This is an optimization exercise on Yosys and OpenROAD, whose aim is small area and a short achievable clock period, not a production implementation.
At most, simulation tests tie the RTL to the original design; equivalence was not proved.
Only the layout flow was run in runs 1 to 5; the RTL was not checked for function there.

[flow/setup_margin]
19.0
[design.v]
module gx_codec_lane (
    input  wire        clk,
    input  wire        in_op,
    input  wire [30:0] in_word,
    input  wire [15:0] in_row,
    output reg  [2:0]  out_status,
    output reg  [19:0] out_data,
    output reg  [10:0] out_syn,
    output reg  [10:0] out_wk       
);
    function [4:0] gf_mul(input [4:0] a, input [4:0] b);
        reg [4:0] t;
        integer   i;
        begin
            gf_mul = 5'd0;
            t = a;
            for (i = 0; i < 5; i = i + 1) begin
                if (b[i])
                    gf_mul = gf_mul ^ t;
                t = {t[3:0], 1'b0} ^ (t[4] ? 5'b00101 : 5'b00000);
            end
        end
    endfunction
    wire [4:0] u_row = {^(in_row & 16'h8000), ^(in_row & 16'h7f80), ^(in_row & 16'h7878), ^(in_row & 16'h6666), ^(in_row & 16'h5555)};
    reg        s1_op;
    reg [30:0] s1_word;
    reg [4:0]  s1_u;
    always @(posedge clk) begin
        s1_op   <= in_op;
        s1_word <= in_op ? in_word : {11'd0, in_word[19:0], 10'd0};
        s1_u    <= u_row;
    end
    wire [19:0] d  = s1_word[29:10];
    wire [9:0]  kr = s1_word[9:0];
    wire [35:0] x  = {s1_word[30], s1_u, d, kr};
    wire [10:0] sy;                           
    wire ls_36 = x[15] ^ x[26];
    wire ls_37 = x[5] ^ x[8];
    wire ls_38 = x[9] ^ x[16];
    wire ls_39 = x[24] ^ ls_36;
    wire ls_40 = x[28] ^ ls_39;
    wire ls_41 = x[13] ^ x[14];
    wire ls_42 = x[17] ^ x[18];
    wire ls_43 = x[12] ^ ls_41;
    wire ls_44 = x[11] ^ x[23];
    wire ls_45 = x[6] ^ ls_38;
    wire ls_46 = x[19] ^ ls_37;
    wire ls_47 = x[25] ^ x[29];
    wire ls_48 = x[22] ^ ls_40;
    wire ls_49 = x[27] ^ ls_44;
    wire ls_50 = x[7] ^ ls_48;
    wire ls_51 = x[20] ^ ls_43;
    wire ls_52 = x[3] ^ ls_47;
    wire ls_53 = ls_42 ^ ls_49;
    wire ls_54 = x[21] ^ ls_45;
    wire ls_55 = x[2] ^ ls_46;
    wire ls_56 = x[10] ^ ls_50;
    wire ls_57 = x[1] ^ ls_52;
    wire ls_58 = x[4] ^ x[34];
    wire ls_59 = x[19] ^ ls_45;
    wire ls_60 = x[4] ^ ls_57;
    wire ls_61 = ls_51 ^ ls_55;
    wire ls_62 = ls_40 ^ ls_59;
    wire ls_63 = x[18] ^ x[33];
    wire ls_64 = x[10] ^ x[14];
    wire ls_65 = x[30] ^ x[32];
    wire ls_66 = ls_36 ^ ls_37;
    wire ls_67 = x[0] ^ ls_53;
    wire ls_68 = ls_46 ^ ls_65;
    wire ls_69 = x[23] ^ ls_52;
    wire ls_70 = x[27] ^ ls_54;
    wire ls_71 = ls_64 ^ ls_70;
    wire ls_72 = ls_69 ^ ls_70;
    wire ls_73 = ls_53 ^ ls_58;
    wire ls_74 = x[4] ^ x[21];
    wire ls_75 = x[5] ^ x[29];
    wire ls_76 = x[9] ^ ls_60;
    wire ls_77 = ls_62 ^ ls_75;
    wire ls_78 = x[24] ^ ls_51;
    wire ls_79 = ls_38 ^ ls_56;
    wire ls_80 = ls_53 ^ ls_62;
    wire ls_81 = ls_56 ^ ls_69;
    wire ls_82 = x[26] ^ ls_71;
    wire ls_83 = x[0] ^ x[31];
    wire ls_84 = x[28] ^ ls_73;
    wire ls_85 = x[8] ^ x[15];
    wire ls_86 = x[2] ^ ls_42;
    wire ls_87 = x[17] ^ ls_79;
    wire ls_88 = x[7] ^ x[32];
    wire ls_89 = ls_55 ^ ls_82;
    wire ls_90 = x[20] ^ ls_88;
    wire ls_91 = ls_56 ^ ls_61;
    wire ls_92 = ls_54 ^ ls_91;
    wire ls_93 = x[13] ^ x[33];
    wire ls_94 = x[12] ^ ls_80;
    wire ls_95 = x[3] ^ ls_58;
    wire ls_96 = x[16] ^ ls_47;
    wire ls_97 = ls_60 ^ ls_92;
    wire ls_98 = ls_66 ^ ls_93;
    wire ls_99 = ls_66 ^ ls_67;
    wire ls_100 = ls_44 ^ ls_50;
    wire ls_101 = x[31] ^ ls_81;
    wire ls_102 = x[33] ^ ls_68;
    wire ls_103 = ls_41 ^ ls_74;
    wire ls_104 = ls_63 ^ ls_83;
    wire ls_105 = ls_63 ^ ls_89;
    wire ls_106 = ls_64 ^ ls_99;
    wire ls_107 = ls_68 ^ ls_84;
    wire ls_108 = ls_87 ^ ls_103;
    wire ls_109 = x[35] ^ ls_67;
    wire ls_110 = x[15] ^ ls_107;
    wire ls_111 = ls_51 ^ ls_104;
    wire ls_112 = ls_97 ^ ls_109;
    wire ls_113 = x[25] ^ ls_43;
    wire ls_114 = ls_72 ^ ls_85;
    wire ls_115 = ls_77 ^ ls_111;
    wire ls_116 = ls_96 ^ ls_106;
    wire ls_117 = ls_61 ^ ls_100;
    wire ls_118 = ls_76 ^ ls_90;
    wire ls_119 = x[16] ^ ls_101;
    wire ls_120 = x[25] ^ ls_108;
    wire ls_121 = ls_98 ^ ls_118;
    wire ls_122 = ls_110 ^ ls_113;
    wire ls_123 = ls_86 ^ ls_121;
    wire ls_124 = x[22] ^ ls_116;
    wire ls_125 = x[1] ^ ls_94;
    wire ls_126 = ls_78 ^ ls_114;
    wire ls_127 = ls_102 ^ ls_119;
    wire ls_128 = ls_95 ^ ls_105;
    assign sy = {ls_112, ls_127, ls_123, ls_122, ls_128, ls_115, ls_120, ls_126, ls_117, ls_125, ls_124};
    wire [4:0]  s1 = sy[4:0];
    wire [4:0]  s3 = sy[9:5];
    wire        s0 = sy[10];
    wire [10:0] rp;                           
    wire lr_10 = sy[0] ^ sy[5];
    wire lr_11 = sy[3] ^ lr_10;
    wire lr_12 = sy[7] ^ sy[9];
    wire lr_13 = sy[1] ^ sy[4];
    wire lr_14 = sy[8] ^ lr_13;
    wire lr_15 = sy[2] ^ sy[6];
    wire lr_16 = sy[6] ^ lr_14;
    wire lr_17 = sy[2] ^ sy[9];
    wire lr_18 = lr_12 ^ lr_15;
    wire lr_19 = sy[4] ^ lr_11;
    wire lr_20 = lr_14 ^ lr_17;
    wire lr_21 = sy[3] ^ sy[7];
    wire lr_22 = sy[2] ^ lr_21;
    wire lr_23 = sy[0] ^ lr_16;
    wire lr_24 = lr_10 ^ lr_18;
    wire lr_25 = lr_11 ^ lr_16;
    wire lr_26 = lr_10 ^ lr_20;
    wire lr_27 = sy[7] ^ lr_23;
    wire lr_28 = lr_12 ^ lr_25;
    wire lr_29 = sy[1] ^ lr_22;
    wire lr_30 = lr_11 ^ lr_17;
    wire lr_31 = sy[5] ^ lr_29;
    wire lr_32 = sy[1] ^ lr_18;
    wire lr_33 = lr_15 ^ lr_19;
    wire lr_34 = lr_12 ^ lr_19;
    assign rp = {lr_31, lr_34, lr_24, lr_28, lr_33, lr_26, lr_16, lr_11, lr_30, lr_32, lr_27};
    wire [9:0]  r  = rp[9:0];
    wire        rpar = rp[10];
    reg [4:0] inv3;                           
    always @* begin
        case (s1)
            5'd0: inv3 = 5'd0;
            5'd1: inv3 = 5'd1;
            5'd2: inv3 = 5'd22;
            5'd3: inv3 = 5'd13;
            5'd4: inv3 = 5'd25;
            5'd5: inv3 = 5'd27;
            5'd6: inv3 = 5'd5;
            5'd7: inv3 = 5'd9;
            5'd8: inv3 = 5'd21;
            5'd9: inv3 = 5'd10;
            5'd10: inv3 = 5'd28;
            5'd11: inv3 = 5'd14;
            5'd12: inv3 = 5'd4;
            5'd13: inv3 = 5'd20;
            5'd14: inv3 = 5'd23;
            5'd15: inv3 = 5'd30;
            5'd16: inv3 = 5'd6;
            5'd17: inv3 = 5'd2;
            5'd18: inv3 = 5'd8;
            5'd19: inv3 = 5'd7;
            5'd20: inv3 = 5'd17;
            5'd21: inv3 = 5'd11;
            5'd22: inv3 = 5'd26;
            5'd23: inv3 = 5'd31;
            5'd24: inv3 = 5'd18;
            5'd25: inv3 = 5'd3;
            5'd26: inv3 = 5'd16;
            5'd27: inv3 = 5'd29;
            5'd28: inv3 = 5'd15;
            5'd29: inv3 = 5'd12;
            5'd30: inv3 = 5'd24;
            5'd31: inv3 = 5'd19;
            default: inv3 = 5'd0;
        endcase
    end
    wire [4:0]  q   = gf_mul(s3, inv3);
    wire [4:0]  t   = q ^ 5'd1;
    wire        trt = ^(t & 5'h09);
    wire [4:0]  y   = {^(t & 5'h08), ^(t & 5'h16), ^(t & 5'h18), ^(t & 5'h14), ^(t & 5'h00)};
    wire [4:0]  x1  = gf_mul(s1, y);
    wire [4:0]  x2  = x1 ^ s1;
    wire z1   = (s1 == 5'd0);
    wire s3z  = (s3 == 5'd0);
    wire eq   = (q == 5'd1);                  
    wire h30  = (x1 == 5'd18) | (x2 == 5'd18);
    wire corr = s1_op & ~z1 & ~trt & ~h30 & (eq | ~s0);
    wire good = z1 & s3z;                     
    wire [3:0]  lo1 = 4'd1 << x1[1:0];
    wire [3:0]  lo2 = 4'd1 << x2[1:0];
    wire [7:0]  hi1 = {8{corr}} & (8'd1 << x1[4:2]);
    wire [7:0]  hi2 = {8{corr}} & (8'd1 << x2[4:2]);
    wire [29:0] flip;
    assign flip[0] = (lo1[1] & hi1[0]) | (lo2[1] & hi2[0]);
    assign flip[1] = (lo1[2] & hi1[0]) | (lo2[2] & hi2[0]);
    assign flip[2] = (lo1[0] & hi1[1]) | (lo2[0] & hi2[1]);
    assign flip[3] = (lo1[0] & hi1[2]) | (lo2[0] & hi2[2]);
    assign flip[4] = (lo1[0] & hi1[4]) | (lo2[0] & hi2[4]);
    assign flip[5] = (lo1[1] & hi1[1]) | (lo2[1] & hi2[1]);
    assign flip[6] = (lo1[2] & hi1[2]) | (lo2[2] & hi2[2]);
    assign flip[7] = (lo1[0] & hi1[5]) | (lo2[0] & hi2[5]);
    assign flip[8] = (lo1[1] & hi1[3]) | (lo2[1] & hi2[3]);
    assign flip[9] = (lo1[2] & hi1[6]) | (lo2[2] & hi2[6]);
    assign flip[10] = (lo1[1] & hi1[4]) | (lo2[1] & hi2[4]);
    assign flip[11] = (lo1[3] & hi1[1]) | (lo2[3] & hi2[1]);
    assign flip[12] = (lo1[2] & hi1[3]) | (lo2[2] & hi2[3]);
    assign flip[13] = (lo1[0] & hi1[7]) | (lo2[0] & hi2[7]);
    assign flip[14] = (lo1[1] & hi1[7]) | (lo2[1] & hi2[7]);
    assign flip[15] = (lo1[3] & hi1[7]) | (lo2[3] & hi2[7]);
    assign flip[16] = (lo1[3] & hi1[6]) | (lo2[3] & hi2[6]);
    assign flip[17] = (lo1[3] & hi1[4]) | (lo2[3] & hi2[4]);
    assign flip[18] = (lo1[3] & hi1[0]) | (lo2[3] & hi2[0]);
    assign flip[19] = (lo1[2] & hi1[1]) | (lo2[2] & hi2[1]);
    assign flip[20] = (lo1[0] & hi1[3]) | (lo2[0] & hi2[3]);
    assign flip[21] = (lo1[0] & hi1[6]) | (lo2[0] & hi2[6]);
    assign flip[22] = (lo1[1] & hi1[5]) | (lo2[1] & hi2[5]);
    assign flip[23] = (lo1[3] & hi1[3]) | (lo2[3] & hi2[3]);
    assign flip[24] = (lo1[2] & hi1[7]) | (lo2[2] & hi2[7]);
    assign flip[25] = (lo1[1] & hi1[6]) | (lo2[1] & hi2[6]);
    assign flip[26] = (lo1[3] & hi1[5]) | (lo2[3] & hi2[5]);
    assign flip[27] = (lo1[3] & hi1[2]) | (lo2[3] & hi2[2]);
    assign flip[28] = (lo1[2] & hi1[5]) | (lo2[2] & hi2[5]);
    assign flip[29] = (lo1[1] & hi1[2]) | (lo2[1] & hi2[2]);
    reg [2:0] status;
    always @* begin
        if (corr)
            status = (eq & s0) ? 3'd1 : 3'd2;
        else if (good)
            status = s0 ? 3'd1 : 3'd0;
        else if (z1 & s0 & (s3 == 5'b00100))
            status = 3'd4;
        else
            status = 3'd3;
    end
    wire       sel    = ~s1_op | (~corr & ~good);
    wire [9:0] kbase  = kr ^ ({10{sel}} & (r ^ (10'h383 & {10{s1_op}})));
    wire       p_out  = s1_word[30] ^ s0 ^ (corr ? eq : (sel & rpar));
    always @(posedge clk) begin
        out_status <= status;
        out_data   <= d ^ flip[29:10];
        out_syn    <= {s0, s1, s3};
        out_wk     <= {p_out, kbase ^ flip[9:0]};
    end
endmodule
module gx_word_codec #(
    parameter LANES = 4
) (
    input  wire                 clk,
    input  wire                 rst,           
    input  wire                 in_valid,
    input  wire [LANES-1:0]     in_op,         
    input  wire [31*LANES-1:0]  in_word,
    input  wire [16*LANES-1:0]  in_row,
    output reg                  out_valid,
    output wire [3*LANES-1:0]   out_status,
    output wire [20*LANES-1:0]  out_data,
    output wire [11*LANES-1:0]  out_syn,
    output wire [31*LANES-1:0]  out_word
);
    reg s1_valid;
    always @(posedge clk) begin
        if (rst) begin
            s1_valid  <= 1'b0;
            out_valid <= 1'b0;
        end else begin
            s1_valid  <= in_valid;
            out_valid <= s1_valid;
        end
    end
    genvar n;
    generate
        for (n = 0; n < LANES; n = n + 1) begin : g_lane
            wire [10:0] wk;
            gx_codec_lane u_lane (
                .clk        (clk),
                .in_op      (in_op[n]),
                .in_word    (in_word[31*n +: 31]),
                .in_row     (in_row[16*n +: 16]),
                .out_status (out_status[3*n +: 3]),
                .out_data   (out_data[20*n +: 20]),
                .out_syn    (out_syn[11*n +: 11]),
                .out_wk     (wk)
            );
            assign out_word[31*n +: 31] = {wk[10], out_data[20*n +: 20], wk[9:0]};
        end
    endgenerate
endmodule
[config.mk]
export PLATFORM = sky130hd
export DESIGN_NAME = gx_word_codec
export DESIGN_NICKNAME = gx_word_codec
export VERILOG_FILES = /design/flow/design.v
export SDC_FILE = /design/flow/constraint.sdc
export NUM_CORES = 4
export LEC_CHECK = 0
export CAP_MARGIN = 20
export CORE_MARGIN = 2
export CORE_UTILIZATION = 40
export SLEW_MARGIN = 20
[constraint.sdc]
create_clock -name core_clock -period 26.0 [get_ports {clk}]
set_input_delay 5.2000 -clock core_clock [delete_from_list [all_inputs] [get_ports {clk}]]
set_output_delay 5.2000 -clock core_clock [all_outputs]
set_load 0.01 [all_outputs]
[standard.sh]
#!/bin/bash
# synth_recipe.tcl (not shown) runs the flow's synth.tcl, then flattens the netlist and writes it again
# the make line also repeats each setting of config.mk as NAME=value (left out here)
make -C /OpenROAD-flow-scripts/flow DESIGN_CONFIG=/design/flow/config.mk WORK_HOME=/design/flow/orfs CLKGATE_MAP_FILE= SYNTH_SCRIPT=/design/flow/synth_recipe.tcl "${@:-finish}"
[flow/run.sh]
#!/bin/bash
# Layout: the standard flow (standard.sh) with two changes:
#  - the port buffers are sky130_fd_sc_hd__buf_1 cells (one per port, as
#    standard) rather than the delay buffer buffer_ports picks by default;
#  - timing repair aims for SETUP_MARGIN ns of setup slack, so that it also
#    works on the period the design achieves. The clock, the period and the
#    I/O constraints are the standard flow's, unchanged.
set -euo pipefail
cd "$(dirname "$0")/.."
SETUP_MARGIN=$(cat flow/setup_margin)
bash standard.sh synth > flow_synth.log 2>&1
bash standard.sh "BUFFER_PORTS_ARGS=-buffer_cell sky130_fd_sc_hd__buf_1" \
    "SETUP_SLACK_MARGIN=$SETUP_MARGIN" finish > flow_layout.log 2>&1
==> results.txt, run 1 <==
* Hold endpoint: out_valid
* Grt met2 use at between 30% and 40%
* Global-route wire length before repair at 121000 um
* Critical Path, Cell by Cell: xnor3_2 > xor3_1 > xnor3_4 > inv_1 > ha_1 > mux2i_1 > a221oi_2 > o22ai_2 > mux2_4 > a221oi_4 > xor3_2 > xnor3_2 > buf_12 > xnor2_4 > buf_6 > nor2_4 > xnor3_2 > or3_4 > o31ai_4 > nor2_4 > buf_6 > a21oi_1 > xnor2_1
* Area contributors post-synth: dfxtp_1, xnor2_1, xnor3_1
* Height of the die at around 260 um
* Initial Utilization at 40.6%
* Core outline area at between 0.06 and 0.07 sq mm
* IO buf count at 455
* Slew @ Worst Pin at ~0.86 ns
* Final slew viol count at 0
* Fin crit share at 26.7%
* Count of cell types in the netlist at roughly 120
* Die Area at roughly 0.066 sq mm
* Critical path endpoint category: register
* Most frequent cells in the layout: xnor2_1, buf_1, dfxtp_1, nand2_1, nor2_1
* Die span in x at between 200 and 300 um
* Routed WL at just over 80000 um
* Leading area contributor after synthesis: dfxtp_1
* Initial antenna violation count at 2
* M1 GR Usage at between 30% and 40%
* Worst setup path class: reg -> reg
* All-Layer GR Usage at 23.0%
* Post-Syn Area at roughly 0.026 sq mm
* Synth Warn # at 2
* RSZ-0062 raised after global routing: false
* Via density at between 5 and 6
* Setup violators final at 0
* Commonest non-fill, non-tap cell in the layout: xnor2_1
* Final WS setup at around 19 ns
* RR Startpoint: g_lane[1].u_lane.s1_word[22]
* Setup TNS at 0 ns
* Fin nets at about 3400
* CTS sink cnt at 330
* Post-route ant nets at 0
* FF+latch count, synth at between 300 and 400
* Synth Area per Inst at about 9.2 sq um
* Min-delay worst type: reg -> reg
* Fillers at approximately 6000
* EDFF count, synth at 0
* FF-to-FF path depth at 23
* MaxCap Viol Count at 0
* CTS H-Tree Depth at 2
* Vias in the first global route at approximately 21000
* Hold Fails Final Rpt at 0
* Detailed Routing Iterations Pass 1 at 7
* Max Fclk at 0.144 GHz
* Largest net degree at the start of global routing at 33
* Row count at slightly above 90
* Post-synth ARST share at 0%
* Wire per inst at approximately 20 um
* GRT overflow at 0
* Clock latency on the worst-skew pair at between 0.5 and 0.6 ns
* Clock Tree Buf Depth at 3
* Critical Path Most Common Cell: xnor3_2
* Post-synthesis sequential area ratio at about a quarter
* Met3 usage at around 2.6%
* Status: timing/DRC/antenna clean
* Worst clock skew at about 0.013 ns
* Placement Cell Area at between 0.02 and 0.03 sq mm
* DP HPWL at slightly above 60000 um
* Syn_nets at between 2000 and 3000
* Placed Cells at 3918
* Clock root buffer: clkbuf_16
* CP required at between 20 and 30 ns
* Post-CTS Hold Buffers at 0
* First DRT Iteration DRCs at 2023
* Critical Path Max Stage Delay at between 0.5 and 0.6 ns
* RePlAce Congestion at about 0.96
* Critical-path maximum fanout at 10
* Min cycle time layout at 6.95 ns
* Main synth FF type: dfxtp_1
* Design Area, Final at slightly above 0.03 sq mm
* TritonCTS clock tree: yes
* CTS Buf Count at 39
* Reg-to-reg endpoint: g_lane[1].u_lane.out_data[17]
* Worst EP arrival at between 7 and 8 ns
* Worst slack, placed at 17.45 ns
* Final design utilization at slightly below 50%
* GRT busiest layer: met2
* FF-to-FF setup slack at about 19 ns
* Via count at 22300
* Share of layout cells above drive strength 1 at ~17%
* Clk slew on worst S/H paths at about 0.060 ns
* Syn Inst Count at 2792
* Finished Layout Cells at ~4100
* Rel. slew slack at around 42%
* Area Growth Syn to Fin at 20.5%
* Startpoint of the worst hold path: s1_valid
* IO Count at approximately 460
* # DRC at 0
* Worst hold slack at about 0.46 ns
* Critical-path top delay cell: xor3_2
* CP Launch Type: register
* Worst hold stages at 1
* Post-synth top area share at roughly a quarter
## worst max-delay path: cells and delay by family, from the launching register on
kind / cells / cell delay, ns
buffers and inverters: 4 / 0.52
adders and majority gates: 1 / 0.31
and+or+nand+nor: 3 / 0.52
xor gates and xnor gates: 8 / 3.16
muxes: 2 / 0.41
DFF: 1 / 0.37
AOI/OAI and AO/OA: 5 / 1.51
## sequential cells by signal, indices dropped and copies added (netlist names)
signal                    flops
g_lane.u_lane.out_wk         44
out_valid                     1
g_lane.u_lane.s1_u           20
g_lane.u_lane.out_syn        44
g_lane.u_lane.s1_word       124
g_lane.u_lane.out_status     12
s1_valid                      1
g_lane.u_lane.s1_op           4
g_lane.u_lane.out_data       80
## layer usage
| metal | wire, um | share of wire, % | vias to the layer above |
|---|---|---|---|
| li1 | - | - | 10600 |
| met1 | 35500 | 44 | 10700 |
| met2 | 38900 | 48 | 844 |
| met3 | 4930 | 6.1 | 112 |
| met4 | 1530 | 1.9 | 0 |
| met5 | 0 | 0 | - |
## final cells by class
type                            instances  area, sq um  share of cell area, %
Timing Repair Buffer                  591         2780                   8.99
Tap cell                              846         1060                   3.43
Inverter                               66          333                   1.08
Multi-Input combinational cell       2195        18700                   60.4
Clock inverter                         22          328                   1.06
Antenna cell                            1         2.50                0.00810
Clock buffer                           49         1070                   3.48
Sequential cell                       330         6640                   21.5
Timing Repair inverter                  1         5.00                 0.0162
## cells by family (layout without fill, tap and decap cells)
family / count (synthesis) / in the layout / synth area share [%]
multiplexers: 117 / 117 / 5.05
XOR/XNOR: 813 / 817 / 34.3
adder cells (fa/ha/maj): 11 / 11 / 0.537
AND/OR/NAND/NOR: 726 / 726 / 13.8
buffers and inverters: 272 / 729 / 5.57
other: 0 / 1 / 0
AO/OA/AOI/OAI: 523 / 524 / 15.0
flip-flops: 330 / 330 / 25.8
## timing repair
item | 4_1_cts | 5_1_grt
gates cloned | 5 | 2
gates resized for setup | 98 | 143
pin swaps | 20 | 49
buffers inserted | 29 | 75
setup endpoints to repair | 132 | 121
## how the worst max path moves through the flow
stage                     depth (start not counted)  slack (ns)                             to                    startpoint
after global placement                           21       17.62     g_lane[2].u_lane.out_wk[2]  g_lane[2].u_lane.s1_word[11]
after floorplan                                  26       19.55     g_lane[2].u_lane.out_wk[1]  g_lane[2].u_lane.s1_word[11]
after global routing                             23       18.93     g_lane[1].u_lane.out_wk[3]  g_lane[1].u_lane.s1_word[22]
after CTS                                        24       19.01     g_lane[2].u_lane.out_wk[8]  g_lane[2].u_lane.s1_word[23]
after detailed placement                         23       17.45     g_lane[2].u_lane.out_wk[7]  g_lane[2].u_lane.s1_word[23]
final                                            23       19.05  g_lane[1].u_lane.out_data[17]  g_lane[1].u_lane.s1_word[22]
## synth_stat cells (all sizes together), types with 7 or more instances
| cell | count |
|---|---|
| a211o | 7 |
| or2 | 15 |
| nor4 | 11 |
| nand2b | 21 |
| o211ai | 35 |
| o31ai | 10 |
| o21ai | 81 |
| xor3 | 18 |
| and3 | 18 |
| and2 | 58 |
| clkbuf | 52 |
| o21a | 11 |
| a2111oi | 7 |
| inv | 63 |
| nand4 | 21 |
| a22oi | 18 |
| a21oi | 76 |
| mux2 | 89 |
| o2111ai | 11 |
| a31oi | 14 |
| o32ai | 28 |
| a221oi | 15 |
| xnor3 | 80 |
| buf | 154 |
| or3 | 16 |
| nor2 | 188 |
| nand2 | 191 |
| ha | 11 |
| xor2 | 168 |
| a311oi | 7 |
| a32oi | 15 |
| o22ai | 85 |
| mux2i | 27 |
| a211oi | 19 |
| o221ai | 9 |
| nand3 | 76 |
| nor3 | 64 |
| xnor2 | 547 |
| dfxtp | 330 |
| nor2b | 19 |
==> run 2: changes to the inputs <==
==> flow/setup_margin (replaced) <==
18.5
==> results.txt, run 2 <==
* Status: timing/DRC/antenna clean
* EDFF count, synth at 0
* Fillers at approximately 6100
* Post-synthesis sequential area ratio at roughly 26%
* Clock Tree Buf Depth at 3
* Post-CTS Hold Buffers at 0
* Finished Layout Cells at between 4000 and 5000
* CTS H-Tree Depth at 2
* Via density at between 5 and 6
* Largest Register: g_lane.u_lane.s1_word
* Leading area contributor after synthesis: dfxtp_1
* Hold Fails Final Rpt at 0
* CTS sink cnt at between 300 and 400
* Critical path endpoint category: register
* Worst clock skew at 0.0115 ns
* First DRT Iteration DRCs at roughly 1800
* Clock root buffer: clkbuf_16
* Slew @ Worst Pin at about 0.88 ns
* Reg-to-reg endpoint: g_lane[1].u_lane.out_data[17]
* Post-synth top area share at about a quarter
* Clk slew on worst S/H paths at roughly 0.06 ns
* Routed WL at 79300 um
* All-Layer GR Usage at a little under a quarter
* CP required at about 26 ns
* Synth Area per Inst at 9.18 sq um
* Count of cell types in the netlist at 116
* Syn_nets at roughly 3000
* Syn Inst Count at 2792
* Worst setup path class: reg -> reg
* Setup TNS at 0 ns
* Largest regs: g_lane.u_lane.s1_word (124), g_lane.u_lane.out_data (80)
* Global-route wire length before repair at 120000 um
* Via count at approximately 22000
* Die Area at roughly 0.066 sq mm
* Rel. slew slack at 41.4%
* RePlAce Congestion at about 0.96
* Share of layout cells above drive strength 1 at 12.9%
* # DRC at 0
* FF-to-FF path depth at 21
* Height of the die at around 260 um
* IO buf count at 455
* CTS Buf Count at 39
* Critical-path maximum fanout at 21
* Seq. cell area at 0.00661 sq mm
* Min cycle time layout at around 7.2 ns
* RSZ-0062 raised after global routing: false
* DP HPWL at 61000 um
* Worst hold stages at 1
* Top-count cell post-synth: xnor2_1
* FF-to-FF setup slack at between 15 and 20 ns
* Number of flip-flops in the largest register at about 120
* Startpoint of the worst hold path: s1_valid
* Fin nets at about 3400
* Initial Utilization at around two fifths
* Most frequent cells in the layout: xnor2_1, buf_1, dfxtp_1, nand2_1, nor2_1
* Synth cell count leaders: xnor2_1, dfxtp_1, nand2_1
* Main synth FF type: dfxtp_1
* TritonCTS clock tree: yes
* Post-synth ARST share at 0%
* Worst EP arrival at roughly 7.7 ns
* Area Growth Syn to Fin at 16.4%
* Initial antenna violation count at 2
* Max Fclk at 0.138 GHz
* Row count at 92
* Post-route ant nets at 0
* Wire per inst at between 15 and 20 um
* RR Startpoint: g_lane[1].u_lane.s1_word[8]
* Clock latency on the worst-skew pair at around 0.57 ns
* MaxCap Viol Count at 0
* Post-Syn Area at about 0.026 sq mm
* CP Launch Type: register
* Hold endpoint: out_valid
* Core outline area at 0.0632 sq mm
* Final slew viol count at 0
* GRT overflow at 0
* Synth Warn # at 2
* Setup violators final at 0
* Min-delay worst type: reg -> reg
* Detailed Routing Iterations Pass 1 at 6
* Commonest non-fill, non-tap cell in the layout: xnor2_1
* Fin crit share at ~28%
* Vias in the first global route at approximately 20000
* FF+latch count, synth at 330
* Die span in x at approximately 260 um
* IO Count at between 400 and 500
* Placed Cells at 3918
* Area contributors post-synth: dfxtp_1, xnor2_1, xnor3_1
* Combined area of the multi-input logic cells at ~0.018 sq mm
* Largest net degree at the start of global routing at 33
## run 2: cell counts after synthesis
Identical to the previous run, type by type.
## run 2: area by class of cell
type	instances	area share, %
multi-input combinational	2194	61.2
antenna	1	0.00838
clock buffer	49	3.60
clock inverter	22	1.10
sequential	330	22.1
timing repair buffer	524	7.46
timing repair inverter	1	0.0168
inverter	66	0.943
tap	846	3.55
## run 2: metal layers
layer	up-vias	share of wire [%]	routed length (um)	GRT usage (%)
met5	-	0	0	0
met4	0	1.8	1440	4.89
met3	90	6.1	4880	2.51
met2	829	48	38100	38.1
met1	10500	44	34900	31.5
li1	10500	-	-	-
## run 2: logic make-up (layout without fill, tap and decap cells)
family                   after synthesis  in the layout  share of synthesized area (%)
AND/OR/NAND/NOR                      726            726                           13.8
adder cells (fa/ha/maj)               11             11                          0.537
multiplexers                         117            117                           5.05
flip-flops                           330            330                           25.8
AO/OA/AOI/OAI                        523            523                           15.0
other                                  0              1                              0
buffers and inverters                272            662                           5.57
XOR/XNOR                             813            817                           34.3
## run 2: how the worst max path moves through the flow
stage,depth (start not counted),slack [ns],from,endpoint
CTS,22,18.53,g_lane[2].u_lane.s1_word[5],g_lane[2].u_lane.out_wk[1]
floorplan,26,19.55,g_lane[2].u_lane.s1_word[11],g_lane[2].u_lane.out_wk[1]
detailed placement,23,17.45,g_lane[2].u_lane.s1_word[23],g_lane[2].u_lane.out_wk[7]
global route,23,18.48,g_lane[2].u_lane.s1_word[23],g_lane[2].u_lane.out_wk[1]
global placement,21,17.62,g_lane[2].u_lane.s1_word[11],g_lane[2].u_lane.out_wk[2]
finish,21,18.77,g_lane[1].u_lane.s1_word[8],g_lane[1].u_lane.out_data[17]
## run 2: repair_timing
action                     in CTS  in global routing
setup endpoints to repair     121                128
hold endpoints to repair        0                  0
pin swaps                       4                 17
gates cloned                    2                  3
gates resized for setup        29                 84
setup buffers                   7                 31
## run 2: critical path, cell delays in order, from the launching register on
cell and delay [ns]:
dfxtp_1 0.49, xnor3_1 0.51, xnor3_2 0.34, xnor3_4 0.65, inv_6 0.21, nor2_2 0.09
o31a_1 0.32, a221o_1 0.47, and3_4 0.24, o31a_1 0.37, or3_4 0.47, nand4_1 0.18
o22ai_1 0.12, a221oi_2 0.30, o221a_2 0.31, xnor3_1 0.40, or3_4 0.45, o31ai_2 0.22
nor2_1 0.11, buf_4 0.22, a21oi_1 0.37, xnor2_1 0.25
## run 2: through the flow
stage               utilization (%)  setup WS, ns  area (sq um)  hold WS, ns
finish                         47.2         18.77         29800        0.464
global placement               43.5         17.62         27500        0.430
global route                   47.2         18.48         29800        0.475
detailed placement             43.5         17.45         27500        0.447
floorplan                         -         19.55         25600        0.414
CTS                            46.1         18.53         29100        0.460
==> run 3: changes to the inputs <==
--- a/design.v
+++ b/design.v
@@ -160,54 +160,62 @@
     assign rp = {lr_31, lr_34, lr_24, lr_28, lr_33, lr_26, lr_16, lr_11, lr_30, lr_32, lr_27};
     wire [9:0]  r  = rp[9:0];
     wire        rpar = rp[10];
-    reg [4:0] inv3;                           
+    reg [4:0] inv3, tab30;
     always @* begin
         case (s1)
-            5'd0: inv3 = 5'd0;
-            5'd1: inv3 = 5'd1;
-            5'd2: inv3 = 5'd22;
-            5'd3: inv3 = 5'd13;
-            5'd4: inv3 = 5'd25;
-            5'd5: inv3 = 5'd27;
-            5'd6: inv3 = 5'd5;
-            5'd7: inv3 = 5'd9;
-            5'd8: inv3 = 5'd21;
-            5'd9: inv3 = 5'd10;
-            5'd10: inv3 = 5'd28;
-            5'd11: inv3 = 5'd14;
-            5'd12: inv3 = 5'd4;
-            5'd13: inv3 = 5'd20;
-            5'd14: inv3 = 5'd23;
-            5'd15: inv3 = 5'd30;
-            5'd16: inv3 = 5'd6;
-            5'd17: inv3 = 5'd2;
-            5'd18: inv3 = 5'd8;
-            5'd19: inv3 = 5'd7;
-            5'd20: inv3 = 5'd17;
-            5'd21: inv3 = 5'd11;
-            5'd22: inv3 = 5'd26;
-            5'd23: inv3 = 5'd31;
-            5'd24: inv3 = 5'd18;
-            5'd25: inv3 = 5'd3;
-            5'd26: inv3 = 5'd16;
-            5'd27: inv3 = 5'd29;
-            5'd28: inv3 = 5'd15;
-            5'd29: inv3 = 5'd12;
-            5'd30: inv3 = 5'd24;
-            5'd31: inv3 = 5'd19;
-            default: inv3 = 5'd0;
+            5'd0: begin inv3 = 5'd0; tab30 = 5'd0; end
+            5'd1: begin inv3 = 5'd1; tab30 = 5'd27; end
+            5'd2: begin inv3 = 5'd22; tab30 = 5'd2; end
+            5'd3: begin inv3 = 5'd13; tab30 = 5'd16; end
+            5'd4: begin inv3 = 5'd25; tab30 = 5'd15; end
+            5'd5: begin inv3 = 5'd27; tab30 = 5'd31; end
+            5'd6: begin inv3 = 5'd5; tab30 = 5'd18; end
+            5'd7: begin inv3 = 5'd9; tab30 = 5'd18; end
+            5'd8: begin inv3 = 5'd21; tab30 = 5'd4; end
+            5'd9: begin inv3 = 5'd10; tab30 = 5'd6; end
+            5'd10: begin inv3 = 5'd28; tab30 = 5'd13; end
+            5'd11: begin inv3 = 5'd14; tab30 = 5'd2; end
+            5'd12: begin inv3 = 5'd4; tab30 = 5'd29; end
+            5'd13: begin inv3 = 5'd20; tab30 = 5'd9; end
+            5'd14: begin inv3 = 5'd23; tab30 = 5'd6; end
+            5'd15: begin inv3 = 5'd30; tab30 = 5'd9; end
+            5'd16: begin inv3 = 5'd6; tab30 = 5'd15; end
+            5'd17: begin inv3 = 5'd2; tab30 = 5'd22; end
+            5'd18: begin inv3 = 5'd8; tab30 = 5'd0; end
+            5'd19: begin inv3 = 5'd7; tab30 = 5'd11; end
+            5'd20: begin inv3 = 5'd17; tab30 = 5'd16; end
+            5'd21: begin inv3 = 5'd11; tab30 = 5'd22; end
+            5'd22: begin inv3 = 5'd26; tab30 = 5'd20; end
+            5'd23: begin inv3 = 5'd31; tab30 = 5'd29; end
+            5'd24: begin inv3 = 5'd18; tab30 = 5'd25; end
+            5'd25: begin inv3 = 5'd3; tab30 = 5'd20; end
+            5'd26: begin inv3 = 5'd16; tab30 = 5'd31; end
+            5'd27: begin inv3 = 5'd29; tab30 = 5'd11; end
+            5'd28: begin inv3 = 5'd15; tab30 = 5'd27; end
+            5'd29: begin inv3 = 5'd12; tab30 = 5'd25; end
+            5'd30: begin inv3 = 5'd24; tab30 = 5'd4; end
+            5'd31: begin inv3 = 5'd19; tab30 = 5'd13; end
+            default: begin inv3 = 5'd0; tab30 = 5'd0; end
         endcase
     end
     wire [4:0]  q   = gf_mul(s3, inv3);
     wire [4:0]  t   = q ^ 5'd1;
     wire        trt = ^(t & 5'h09);
-    wire [4:0]  y   = {^(t & 5'h08), ^(t & 5'h16), ^(t & 5'h18), ^(t & 5'h14), ^(t & 5'h00)};
-    wire [4:0]  x1  = gf_mul(s1, y);
+    wire [24:0] pp;                           
+    genvar ga, gb;
+    generate
+        for (ga = 0; ga < 5; ga = ga + 1) begin : g_pa
+            for (gb = 0; gb < 5; gb = gb + 1) begin : g_pb
+                assign pp[5*ga + gb] = s1[ga] & q[gb];
+            end
+        end
+    endgenerate
+    wire [4:0]  x1  = {^(pp & 25'h16e62c8), ^(pp & 25'h10b7316), ^(pp & 25'h0a85b98), ^(pp & 25'h18b2014), ^(pp & 25'h1cc5900)};    
     wire [4:0]  x2  = x1 ^ s1;
     wire z1   = (s1 == 5'd0);
     wire s3z  = (s3 == 5'd0);
     wire eq   = (q == 5'd1);                  
-    wire h30  = (x1 == 5'd18) | (x2 == 5'd18);
+    wire h30  = (tab30 == t);                 
     wire corr = s1_op & ~z1 & ~trt & ~h30 & (eq | ~s0);
     wire good = z1 & s3z;                     
     wire [3:0]  lo1 = 4'd1 << x1[1:0];
==> flow/setup_margin (replaced) <==
19.0
==> results.txt, run 3 <==
* Initial antenna violation count at 0
* # DRC at 0
* Finished Layout Cells at between 4000 and 5000
* Syn Inst Count at 2831
* Leading area contributor after synthesis: dfxtp_1
* MaxCap Viol Count at 0
* Worst slack, placed at ~19 ns
* Wire per inst at between 15 and 20 um
* Area contributors post-synth: dfxtp_1, xnor2_1, xnor3_1
* Min cycle time layout at roughly 6.7 ns
* RSZ-0062 raised after global routing: false
* CP Launch Point: g_lane[1].u_lane.s1_word[15]
* Post-route ant nets at 0
* EDFF count, synth at 0
* Critical-path maximum fanout at 18
* Largest regs: g_lane.u_lane.s1_word (124), g_lane.u_lane.out_data (80)
* Max Fclk at between 0.1 and 0.15 GHz
* Post-synth ARST share at 0%
* Synth cell count leaders: xnor2_1, dfxtp_1, xor2_1
* Post-CTS Hold Buffers at 0
* Final design utilization at a little under half
* Clk slew on worst S/H paths at approximately 0.060 ns
* IO Count at 456
* CTS sink cnt at 330
* Clock latency on the worst-skew pair at between 0.5 and 0.6 ns
* Fin crit share at 25.8%
* Final slew viol count at 0
* Worst EP arrival at between 7 and 8 ns
* Post-Syn Area at around 0.027 sq mm
* Startpoint of the worst hold path: s1_valid
* Height of the die at around 260 um
* Initial Utilization at about two fifths
* All-Layer GR Usage at a little over a fifth
* GRT overflow at 0
* Largest net degree at the start of global routing at 37
* Post-synthesis sequential area ratio at 24.5%
* Setup TNS at 0 ns
* Placed Cells at between 3000 and 4000
* Global-route wire length before repair at between 100000 and 150000 um
* Worst setup path class: reg -> reg
* Area Growth Syn to Fin at 14.2%
* Number of flip-flops in the largest register at around 120
* First DRT Iteration DRCs at between 1500 and 2000
* Row count at 95
* Final WS setup at ~19 ns
* DP HPWL at a little over 60000 um
* Synth Warn # at 2
* Count of cell types in the netlist at between 100 and 150
* Die span in x at 264 um
* Routed WL at about 80000 um
* CTS H-Tree Depth at 2
* Clock root buffer: clkbuf_16
* Share of layout cells above drive strength 1 at 12.5%
* Commonest non-fill, non-tap cell in the layout: xnor2_1
* Fin nets at approximately 3400
* Status: timing/DRC/antenna clean
* Rel. slew slack at ~34%
* Syn_nets at 3058
* Vias in the first global route at a little over 20000
* Detailed Routing Iterations Pass 1 at 6
* Via density at approximately 5.4
* Most frequent cells in the layout: xnor2_1, buf_1, dfxtp_1, xor2_1, nor2_1
* Routed met2 length at about 37000 um
* Core outline area at 0.0669 sq mm
* Highest metal used: met4
* RR Startpoint: g_lane[1].u_lane.s1_word[15]
* RePlAce Congestion at just over 0.9
* Slew @ Worst Pin at slightly below 1 ns
* FF+latch count, synth at 330
* Met3 WL post-DR at 4480 um
* Synth Area per Inst at 9.52 sq um
* CP Launch Type: register
* Wl on met1 at between 30000 and 40000 um
* Largest Register: g_lane.u_lane.s1_word
* CP required at ~26 ns
* Clock Tree Buf Depth at 3
* CTS Buf Count at 39
* Post-synth top area share at between 20 and 25%
* Setup violators final at 0
* Critical path endpoint category: register
* Via count at 21800
* Worst clock skew at 0.0285 ns
* Hold Fails Final Rpt at 0
* Die Area at around 0.069 sq mm
* IO buf count at around 460
* Top-count cell post-synth: xnor2_1
* Main synth FF type: dfxtp_1
* Min-delay worst type: reg -> reg
* TritonCTS clock tree: yes
## run 3: per-stage QoR
| stage | hold slack [ns] | cell area, sq um |
|---|---|---|
| 2_1_floorplan | 0.414 | 26900 |
| 3_3_place_gp | 0.432 | 28800 |
| 3_5_place_dp | 0.425 | 28800 |
| 4_1_cts | 0.438 | 30300 |
| 5_1_grt | 0.465 | 30800 |
| 6_report | 0.437 | 30800 |
## run 3: worst paths after layout
| kind | slack, ns | cells after the start | end |
|---|---|---|---|
| setup / recovery | 19.30 | 21 | g_lane[1].u_lane.out_data[16] |
| hold / removal | 0.44 | 1 | out_valid |
| setup reg to reg | 19.30 | 21 | g_lane[1].u_lane.out_data[16] |
| hold reg to reg | 0.44 | 1 | out_valid |
## run 3: cell families after synthesis
| group | Yosys count | synth area share [%] |
|---|---|---|
| and+or+nand+nor | 670 | 12.7 |
| xor gates and xnor gates | 867 | 35.7 |
| adders and majority gates | 32 | 1.49 |
| DFF | 330 | 24.5 |
| muxes | 161 | 6.71 |
| buffers and inverters | 272 | 5.36 |
| AOI/OAI and AO/OA | 499 | 13.6 |
## run 3: area by class of cell
cell class	instances	area, sq um
Timing Repair Buffer	523	2220
Clock inverter	14	239
Inverter	51	224
Multi-Input combinational cell	2230	19300
Antenna cell	1	2.50
Clock buffer	52	1080
Tap cell	873	1090
Fill cell	6497	36100
Sequential cell	330	6610
## run 3: worst max-delay path, stage by stage, from the launching register on
cell	delay (ns)
dfxtp_1	0.45
xnor3_1	0.49
xor3_1	0.39
xor3_1	0.39
buf_4	0.23
clkinvlp_4	0.15
buf_4	0.12
ha_1	0.24
nand2_1	0.08
a311oi_1	0.47
o21ai_0	0.20
xor2_1	0.26
xnor3_1	0.70
nor2_1	0.11
o31a_1	0.31
or4_1	0.54
nand3_1	0.22
a21o_1	0.17
nand4_1	0.21
or2_0	0.31
o22ai_1	0.24
xor2_1	0.29
## run 3: per-layer routing
| layer | GRT usage [%] | up-vias |
|---|---|---|
| li1 | - | 10500 |
| met1 | 30.8 | 10400 |
| met2 | 35.8 | 803 |
| met3 | 2.77 | 83 |
| met4 | 5.03 | 0 |
| met5 | 0 | - |
## run 3: repair_timing
| item | in CTS | in global routing |
|---|---|---|
| gates cloned | 1 | 0 |
| buffers inserted | 5 | 26 |
| pin swaps | 2 | 9 |
| hold endpoints to repair | 0 | 0 |
| setup endpoints to repair | 86 | 121 |
| gates resized for setup | 16 | 63 |
==> run 4: changes to the inputs <==
==> flow/setup_margin (replaced) <==
18.7
==> results.txt, run 4 <==
* Share of layout cells above drive strength 1 at around 11%
* Main synth FF type: dfxtp_1
* Fillers at 6521
* Crit path max-delay family: XOR/XNOR gates
* Critical-path maximum fanout at 24
* Hold Fails Final Rpt at 0
* MaxCap Viol Count at 0
* Final slew viol count at 0
* CP required at 26.44 ns
* RePlAce Congestion at a little over 0.9
* Combined area of the multi-input logic cells at 0.0191 sq mm
* Routed WL at 79300 um
* Count of cell types in the netlist at between 100 and 150
* GRT overflow at 0
* CTS sink cnt at 330
* Critical-path top delay cell: o41ai_1
* All-Layer GR Usage at around 22%
* Area contributors post-synth: dfxtp_1, xnor2_1, xnor3_1
* Status: timing/DRC/antenna clean
* Setup TNS at 0 ns
* Critical path endpoint category: register
* Post-Syn Area at 0.0269 sq mm
* DP HPWL at between 60000 and 70000 um
* TritonCTS clock tree: yes
* CP Launch Type: register
* Die Area at roughly 0.07 sq mm
* Worst EP arrival at 7.39 ns
* Post-synth ARST share at 0%
* Rel. slew slack at between 20 and 30%
* Top-count cell post-synth: xnor2_1
* Vias in the first global route at between 20000 and 25000
* Row count at 95
* Fin nets at 3381
* Fin crit share at between 20% and 30%
* CTS Buf Count at 39
* Max Fclk at roughly 0.14 GHz
* Largest Register: g_lane.u_lane.s1_word
* Number of flip-flops in the largest register at ~120
* Initial Utilization at roughly two fifths
* Synth Warn # at 2
* Setup violators final at 0
* Height of the die at 264 um
* Post-synth top area share at between 20% and 30%
* Clock Tree Buf Depth at 3
* Area Growth Syn to Fin at 12.8%
* Clock root buffer: clkbuf_16
* Synth Area per Inst at 9.52 sq um
* Global-route wire length before repair at about 120000 um
* Most frequent cells in the layout: xnor2_1, buf_1, dfxtp_1, xor2_1, nor2_1
* Die span in x at ~260 um
* IO Count at 456
* Worst clock skew at roughly 0.029 ns
* Detailed Routing Iterations Pass 1 at 6
* Largest net degree at the start of global routing at 37
* Design Area, Final at 0.0304 sq mm
* Clock latency on the worst-skew pair at between 0.5 and 0.6 ns
* Leading area contributor after synthesis: dfxtp_1
* IO buf count at 455
* Wire per inst at 19.6 um
* Min-delay worst type: reg -> reg
* Critical Path, Cell by Cell: xnor3_2 > xnor3_1 > xnor2_1 > xnor2_2 > buf_4 > inv_2 > ha_1 > mux4_2 > mux2i_4 > nor2_1 > xnor2_1 > xnor3_2 > xnor3_2 > nand2_1 > xnor2_1 > xnor2_1 > xnor2_1 > nand2_1 > o41ai_1 > xor2_1
* Final design utilization at between 40% and 50%
* Via count at 21600
* CTS H-Tree Depth at 2
* Min cycle time layout at a little under 7 ns
* Critical Path Most Common Cell: xnor2_1
* Crit path buf inv count at 2
* Critical Path Max Stage Delay at about 0.62 ns
* Slew @ Worst Pin at between 1 and 1.5 ns
* Commonest non-fill, non-tap cell in the layout: xnor2_1
* # DRC at 0
* Placement Cell Area at 0.0288 sq mm
* EDFF count, synth at 0
* FF+latch count, synth at 330
* Clk slew on worst S/H paths at about 0.060 ns
* Synth cell count leaders: xnor2_1, dfxtp_1, xor2_1
* Largest regs: g_lane.u_lane.s1_word (124), g_lane.u_lane.out_data (80)
* Initial antenna violation count at 0
* Core outline area at ~0.067 sq mm
* Syn Inst Count at 2831
* Post-route ant nets at 0
* RSZ-0062 raised after global routing: false
* Via density at 5.34
* Post-synthesis sequential area ratio at between 20% and 30%
* Worst setup path class: reg -> reg
* Seq. cell area at 0.00661 sq mm
* First DRT Iteration DRCs at approximately 1600
* Final WS setup at between 15 and 20 ns
* Worst slack, placed at 18.55 ns
* Syn_nets at ~3100
==> run 4: cell types whose count changed in the layout (fill, tap and decap cells not counted), moves of 3 or more <==
cell      delta
buf_4       -21
xnor2_1      +9
inv_2        +7
xnor2_2      -7
inv_4        -4
clkinv_2     -3
==> run 4: worst register-to-register path, stage by stage, from the launching register on <==
cell     delay [ns]
dfxtp_1        0.45
xnor3_2        0.54
xnor3_1        0.41
xnor2_1        0.24
xnor2_2        0.13
buf_4          0.30
inv_2          0.19
ha_1           0.35
mux4_2         0.51
mux2i_4        0.25
nor2_1         0.09
xnor2_1        0.19
xnor3_2        0.50
xnor3_2        0.55
nand2_1        0.09
xnor2_1        0.17
xnor2_1        0.45
xnor2_1        0.20
nand2_1        0.25
o41ai_1        0.63
xor2_1         0.36
==> run 4: kinds of logic (layout without fill, tap and decap cells) <==
logic type / Yosys count / after routing / share of synthesized area [%]
xor gates and xnor gates: 867 / 868 / 35.7
and+or+nand+nor: 670 / 670 / 12.7
AOI/OAI and AO/OA: 499 / 499 / 13.6
DFF: 330 / 330 / 24.5
buffers and inverters: 272 / 619 / 5.36
muxes: 161 / 161 / 6.71
adders and majority gates: 32 / 32 / 1.49
other: 0 / 1 / 0
==> run 4: per-stage QoR <==
| step | hold slack, ns | std cells |
|---|---|---|
| global route | 0.465 | 4052 |
| CTS | 0.438 | 4041 |
| finish | 0.437 | 4053 |
| detailed placement | 0.425 | 3975 |
| floorplan | 0.414 | 2831 |
| global placement | 0.432 | 3975 |
==> run 4: final timing paths <==
| check | start | endpoint | slack, ns | depth (start not counted) |
|---|---|---|---|---|
| setup / recovery | g_lane[2].u_lane.s1_word[15] | g_lane[2].u_lane.out_data[6] | 19.05 | 20 |
| hold reg to reg | s1_valid | out_valid | 0.44 | 1 |
| hold / removal | s1_valid | out_valid | 0.44 | 1 |
| setup reg to reg | g_lane[2].u_lane.s1_word[15] | g_lane[2].u_lane.out_data[6] | 19.05 | 20 |
==> run 4: timing repair <==
| action | CTS | global route |
|---|---|---|
| hold buffers | 0 | 0 |
| setup endpoints to repair | 16 | 117 |
| gates resized for setup | 1 | 28 |
| gates cloned | 0 | 1 |
| setup buffers | 0 | 9 |
| pin swaps | 0 | 3 |
==> run 4: metal layers <==
layer	vias up	part of all wire, %	global-route usage [%]
li1	10500	-	-
met1	10300	46	30.7
met2	803	46	35.5
met3	91	5.9	2.92
met4	0	2.0	5.14
met5	-	0	0
==> run 4: area by class of cell <==
type	instances	share of cell area [%]
repair buffers	502	6.82
clock buffers	52	3.57
inverters	51	0.675
multi-input cells	2230	62.8
clock inverters	14	0.786
well taps	873	3.59
diodes	1	0.00823
flip-flops and latches	330	21.7
==> run 5: changes to the inputs <==
==> flow/setup_margin (replaced) <==
19.0
--- a/config.mk
+++ b/config.mk
@@ -7,5 +7,6 @@
 export LEC_CHECK = 0
 export CAP_MARGIN = 20
 export CORE_MARGIN = 2
-export CORE_UTILIZATION = 40
+export CORE_UTILIZATION = 55
+export CTS_BUF_LIST = sky130_fd_sc_hd__clkbuf_4 sky130_fd_sc_hd__clkbuf_8
 export SLEW_MARGIN = 20
==> results.txt, run 5 <==
* Status: timing/DRC/antenna clean
* Largest family of logic cells by synthesized area: XOR/XNOR gates
* Slew @ Worst Pin at between 0.9 and 1 ns
* Crit path to: g_lane[1].u_lane.out_data[16]
* Initial Utilization at a little under three fifths
* Die Area at between 0.05 and 0.06 sq mm
* CP Launch Type: register
* Area Growth Syn to Fin at 13.4%
* Main synth FF type: dfxtp_1
* Reg-to-reg endpoint: g_lane[1].u_lane.out_data[16]
* DP HPWL at slightly above 60000 um
* CP required at 26.55 ns
* TritonCTS clock tree: yes
* Count of cell types in the netlist at about 120
* Min cycle time layout at around 6.7 ns
* Fillers at roughly 4300
* Vias in the first global route at 21100
* Detailed Routing Iterations Pass 1 at 6
* Via density at approximately 5.8
* Setup TNS at 0 ns
* GRT overflow at 0
* Post-Synth XOR/XNOR Area at a little over a third
* FF+latch count, synth at 330
* FF-to-FF setup slack at about 19 ns
* FF-to-FF path depth at 21
* EDFF count, synth at 0
* Clock Tree Buf Depth at 3
* Wire per inst at about 21 um
* Core outline area at ~0.049 sq mm
* RR Startpoint: g_lane[1].u_lane.s1_word[11]
* Final slew viol count at 0
* Synth Area per Inst at around 9.5 sq um
* RePlAce Congestion at 0.937
* Syn Inst Count at 2831
* Rel. slew slack at a little under two fifths
* Post-synth ARST share at 0%
* Fin nets at roughly 3400
* Worst setup path class: reg -> reg
* All-Layer GR Usage at 30.8%
* Ant. Diodes at 0
* Setup violators final at 0
* CTS Buf Count at 55
* Most frequent cells in the layout: xnor2_1, buf_1, dfxtp_1, xor2_1, nor2_1
* Largest regs: g_lane.u_lane.s1_word (124), g_lane.u_lane.out_data (80)
* CP Launch Point: g_lane[1].u_lane.s1_word[11]
* Critical path endpoint category: register
* Clock latency on the worst-skew pair at roughly 0.66 ns
* Post-synth top area share at about 25%
* Leading area contributor after synthesis: dfxtp_1
* # DRC at 0
* Clk slew on worst S/H paths at roughly 0.060 ns
* Min-delay worst type: reg -> reg
* Number of flip-flops in the largest register at around 120
* Routed WL at 82000 um
* Initial antenna violation count at 2
* Synth Area in Compound Gates at ~14%
* Synth Warn # at 2
* Worst clock skew at between 0.03 and 0.04 ns
* Synth cell count leaders: xnor2_1, dfxtp_1, xor2_1
* RSZ-0062 raised after global routing: false
* Area contributors post-synth: dfxtp_1, xnor2_1, xnor3_1
* Largest Register: g_lane.u_lane.s1_word
* Adder-Cell Fraction of Synth Area at approximately 1.5%
* Height of the die at about 230 um
* Worst hold slack at about 0.46 ns
* Share of layout cells above drive strength 1 at approximately 14%
* IO Count at between 400 and 500
* Mux contribution to synthesized area at under 10%
* Post-synthesis sequential area ratio at about a quarter
* Commonest non-fill, non-tap cell in the layout: xnor2_1
* IO buf count at about 460
* Clock root buffer: clkbuf_8
* Max Fclk at ~0.15 GHz
* First DRT Iteration DRCs at approximately 1700
* Die span in x at between 200 and 250 um
* CTS H-Tree Depth at 2
* Fin crit share at between 20% and 30%
* Post-CTS Hold Buffers at 0
* MaxCap Viol Count at 0
* Post-Syn Area at around 0.027 sq mm
* Top-count cell post-synth: xnor2_1
* Via count at between 20000 and 25000
* Worst EP arrival at between 7 and 8 ns
* Hold Fails Final Rpt at 0
* CTS sink cnt at 330
* Critical-path maximum fanout at 18
* Simple-Gate Fraction of Synth Area at ~13%
* Global-route wire length before repair at roughly 120000 um
* Row count at around 80
* Largest net degree at the start of global routing at 37
* Syn_nets at between 3000 and 4000
* Post-route ant nets at 0
run 5: cell counts after synthesis:
Identical to the previous run, type by type.
run 5: area by class of cell:
| cell class | instances | area, sq um | share of cell area (%) |
|---|---|---|---|
| Tap cell | 622 | 778 | 2.55 |
| Sequential cell | 330 | 6610 | 21.6 |
| Multi-Input combinational cell | 2235 | 19500 | 63.9 |
| Inverter | 51 | 225 | 0.737 |
| Timing Repair Buffer | 512 | 2180 | 7.12 |
| Clock buffer | 88 | 1070 | 3.51 |
| Clock inverter | 12 | 174 | 0.569 |
run 5: worst min-delay path by stage:
stage,startpoint,to,cells after the start
floorplan,s1_valid,out_valid,1
global placement,s1_valid,out_valid,1
detailed placement,s1_valid,out_valid,1
CTS,s1_valid,out_valid,1
global route,s1_valid,out_valid,1
finish,s1_valid,out_valid,1
run 5: timing repair:
item	in CTS	in global routing
setup endpoints to repair	121	121
pin swaps	3	12
resized for setup	30	78
gates cloned	2	4
setup buffers	7	21
run 5: kinds of logic (layout without fill, tap and decap cells):
kind of cell               count (synthesis)  after routing
xor gates and xnor gates                 867            873
and+or+nand+nor                          670            670
AOI/OAI and AO/OA                        499            499
DFF                                      330            330
buffers and inverters                    272            663
muxes                                    161            161
adders and majority gates                 32             32
run 5: critical path: stages, from the launching register on:
cell	delay [ns]
dfxtp_1	0.40
xor3_1	0.51
xor2_1	0.28
xor3_1	0.48
buf_4	0.23
clkinvlp_4	0.13
buf_4	0.12
ha_1	0.31
nand2_1	0.11
a311oi_2	0.39
o21ai_0	0.18
xor2_1	0.19
xnor3_1	0.79
nor2_1	0.11
o31a_1	0.31
or4_1	0.55
nand3_1	0.23
a21o_1	0.17
nand4_1	0.20
or2_0	0.31
o22ai_1	0.32
xor2_1	0.26
run 5: metrics by stage:
stage                     util (%)  instance area [sq um]  cells  worst slack [ns]
after detailed placement      58.4                  28400   3716             17.72
after global routing          62.8                  30600   3850             18.99
after global placement        58.4                  28400   3716             17.98
after CTS                     61.5                  29900   3825             19.00
final                         62.8                  30600   3850             19.27
after floorplan                  -                  26900   2831             19.82
run 5: routing by layer:
metal / track usage [%] / vias to the layer above / part of all wire (%) / routed length (um)
met1: 41.2 / 10800 / 44 / 35800
met2: 50.8 / 820 / 47 / 38600
met5: 0 / - / 0.024 / 20
met4: 10.3 / 4 / 3.2 / 2640
met3: 4.88 / 158 / 6.1 / 4970
li1: - / 10600 / - / -
==> run 6: changes to the inputs <==
--- a/design.v
+++ b/design.v
@@ -27,7 +27,7 @@
     reg [4:0]  s1_u;
     always @(posedge clk) begin
         s1_op   <= in_op;
-        s1_word <= in_op ? in_word : {11'd0, in_word[19:0], 10'd0};
+        s1_word <= {in_word[30], in_op ? in_word[29:10] : in_word[19:0], in_word[9:0]};
         s1_u    <= u_row;
     end
     wire [19:0] d  = s1_word[29:10];
==> flow/setup_margin (replaced) <==
19.2
--- a/config.mk
+++ b/config.mk
@@ -7,6 +7,5 @@
 export LEC_CHECK = 0
 export CAP_MARGIN = 20
 export CORE_MARGIN = 2
-export CORE_UTILIZATION = 55
-export CTS_BUF_LIST = sky130_fd_sc_hd__clkbuf_4 sky130_fd_sc_hd__clkbuf_8
+export CORE_UTILIZATION = 40
 export SLEW_MARGIN = 20
==> results.txt, run 6 <==
* CTS H-Tree Depth at 2
* CTS Buf Count at 38
* Via density at 5.29
* Post-synthesis sequential area ratio at a little over a quarter
* Worst hold slack at 0.461 ns
* All-Layer GR Usage at between 20% and 30%
* Slew @ Worst Pin at 1.05 ns
* Main synth FF type: dfxtp_1
* Ant. Diodes at 0
* Synth cell count leaders: xnor2_1, dfxtp_1, xor2_1
* Setup TNS at 0 ns
* Critical path endpoint category: register
* Wire per inst at between 15 and 20 um
* Syn_nets at slightly below 3000
* Clock latency on the worst-skew pair at 0.55 ns
* Final slew viol count at 0
* Placed Cells at 3810
* Count of cell types in the netlist at about 100
* Die Area at 0.0647 sq mm
* Critical-path maximum fanout at 16
* CP Launch Type: register
* Vias in the first global route at slightly below 20000
* Leading area contributor after synthesis: dfxtp_1
* Height of the die at 254 um
* RePlAce Congestion at about 0.95
* IO Count at 456
* CP required at 26.43 ns
* Setup violators final at 0
* CTS sink cnt at 330
* Worst EP arrival at 6.99 ns
* Share of layout cells above drive strength 1 at between 10% and 20%
* Fin nets at roughly 3300
* Status: timing/DRC/antenna clean
* Clk slew on worst S/H paths at 0.06 ns
* Min-delay worst type: reg -> reg
* Detailed Routing Iterations Pass 1 at 5
* Syn Inst Count at approximately 2700
* Initial Utilization at between 40 and 50%
* MaxCap Viol Count at 0
* Die span in x at 254 um
* Post-Syn Area at between 0.02 and 0.03 sq mm
* Core outline area at approximately 0.06 sq mm
* DP HPWL at 57400 um
* Post-synth top area share at around a quarter
* Post-synth ARST share at 0%
* Via count at between 20000 and 25000
* Commonest non-fill, non-tap cell in the layout: xnor2_1
* Initial antenna violation count at 0
* IO buf count at 455
* Post-route ant nets at 0
* # DRC at 0
* Max Fclk at about 0.15 GHz
* Hold Fails Final Rpt at 0
* Rel. slew slack at 29.9%
* Largest regs: g_lane.u_lane.s1_word (124), g_lane.u_lane.out_data (80)
* Min cycle time layout at about 6.6 ns
* Most frequent cells in the layout: xnor2_1, buf_1, dfxtp_1, xor2_1, nor2_1
* Routed WL at ~76000 um
* FF+latch count, synth at 330
* Synth Warn # at 2
* Area contributors post-synth: dfxtp_1, xnor2_1, xor2_1
* Clock Tree Buf Depth at 3
* Top-count cell post-synth: xnor2_1
* Worst clock skew at 0.00952 ns
* Fillers at around 6000
* Finished Layout Cells at around 3900
* Global-route wire length before repair at between 100000 and 150000 um
* Number of flip-flops in the largest register at 124
* Synth Area per Inst at 9.32 sq um
* Row count at 91
* Clock root buffer: clkbuf_16
* First DRT Iteration DRCs at 1651
* Post-CTS Hold Buffers at 0
* EDFF count, synth at 0
* Largest net degree at the start of global routing at 33
* Worst setup path class: reg -> reg
* RSZ-0062 raised after global routing: true
* GRT overflow at 0
* Fin crit share at roughly 25%
* Area Growth Syn to Fin at 17.4%
* TritonCTS clock tree: yes
* Largest Register: g_lane.u_lane.s1_word
[run 6: cell count changes after synthesis, moves of 22 or more]
cell and change:
xnor3_1 -26, and2_1 -43, o32ai_1 +42, mux2i_1 -23, xnor2_1 +53, nand2_1 -22
[run 6: metrics by stage]
step / utilization [%] / instance area, sq um / worst slack, ns
CTS: 46.1 / 28500 / 19.21
floorplan: - / 25100 / 20.00
finish: 47.6 / 29400 / 19.44
detailed placement: 43.6 / 27000 / 18.48
global route: 47.6 / 29400 / 19.12
global placement: 43.6 / 27000 / 18.31
[run 6: metal layers]
metal	global-route usage, %	wire (um)	part of all wire (%)
met1	31.3	34300	45
met2	36.2	36000	48
met3	2.53	3860	5.1
met4	5.39	1590	2.1
met5	0	0	0
[run 6: area by class of cell]
type / instances / area [sq um] / area share, %
Inverter: 59 / 272 / 0.923
Timing Repair Buffer: 541 / 2390 / 8.14
Clock buffer: 53 / 1150 / 3.91
Multi-Input combinational cell: 2096 / 17800 / 60.4
Clock inverter: 13 / 163 / 0.553
Timing Repair inverter: 2 / 10.0 / 0.0340
Sequential cell: 330 / 6610 / 22.5
Tap cell: 837 / 1050 / 3.56
[run 6: worst paths after layout]
check	endpoint	slack, ns	cells past startpoint	start
max	g_lane[2].u_lane.out_data[19]	19.44	21	g_lane[2].u_lane.s1_word[15]
min	out_valid	0.46	1	s1_valid
max reg2reg	g_lane[2].u_lane.out_data[19]	19.44	21	g_lane[2].u_lane.s1_word[15]
min reg2reg	out_valid	0.46	1	s1_valid
[run 6: logic make-up (layout without fill, tap and decap cells)]
group,Yosys count,count (layout),synth area share [%]
compound gates,497,497,13.9
xor+xnor,891,894,36.5
fa+ha+maj,32,32,1.60
buf+inv,265,668,5.49
flops,330,330,26.4
mux,127,127,5.70
simple gates,546,546,10.4
[run 6: timing repair]
| item | CTS | global route |
|---|---|---|
| gates resized for setup | 30 | 107 |
| pin swaps | 3 | 19 |
| endpoints found under the hold margin | 0 | 0 |
| setup endpoints to repair | 121 | 121 |
| buffers inserted | 12 | 38 |
| cloned | 2 | 3 |
[run 6: critical path, cell delays in order, from the launching register on]
cell and delay (ns):
dfxtp_2 0.43, xnor3_1 0.46, xnor3_1 0.39, xnor2_1 0.30, xnor2_1 0.16, buf_4 0.28, clkinvlp_4 0.21, ha_1 0.27
or3_1 0.39, a31oi_2 0.30, nor3_1 0.12, xnor2_1 0.17, xnor3_4 0.62, xnor2_4 0.26, mux2_2 0.39, o22ai_1 0.21
xnor2_1 0.19, xnor2_1 0.35, nor2b_4 0.25, nand2_1 0.15, o22ai_1 0.20, xor2_1 0.31

what the ideal ports hide:
How much do the figures lean on ideal ports? The routed layouts below were timed once more, with nothing changed but the port constraints.
Step 1 (the two cells are an assumption about what drives the block):
set clk [get_ports {clk}]
set_driving_cell -lib_cell sky130_fd_sc_hd__clkbuf_16 $clk
set_driving_cell -lib_cell sky130_fd_sc_hd__buf_2 [delete_from_list [all_inputs] $clk]
Step 2 moves the port delays by t, midway between the first and last clock arrival at a register: inputs arrive t later, outputs are due t later. That takes back most of the time a late clock gives input paths.
Slacks: ideal / step 1 / step 2; pairs: ideal / step 1.
run | t (ns) | setup slack, ns | slew at the worst register clock pin (ns) | pins driven straight from the clock port
run 1 | 0.618 | 19.050 / 19.050 / 19.050 | 0.07 / 0.07 | 1
run 2 | 0.623 | 18.772 / 18.772 / 18.772 | 0.07 / 0.07 | 1
run 3 | 0.601 | 19.300 / 19.300 / 19.300 | 0.07 / 0.07 | 1
run 4 | 0.599 | 19.050 / 19.050 / 19.050 | 0.07 / 0.07 | 1
run 5 | 0.694 | 19.266 / 19.266 / 19.266 | 0.07 / 0.07 | 1
run 6 | 0.605 | 19.441 / 19.441 / 19.430 | 0.06 / 0.06 | 1
After both steps setup and hold are still met in every run listed. For run 6, which loses most, drivers alone change the setup slack by 0.000 ns; drivers and shift together by -0.011 ns.
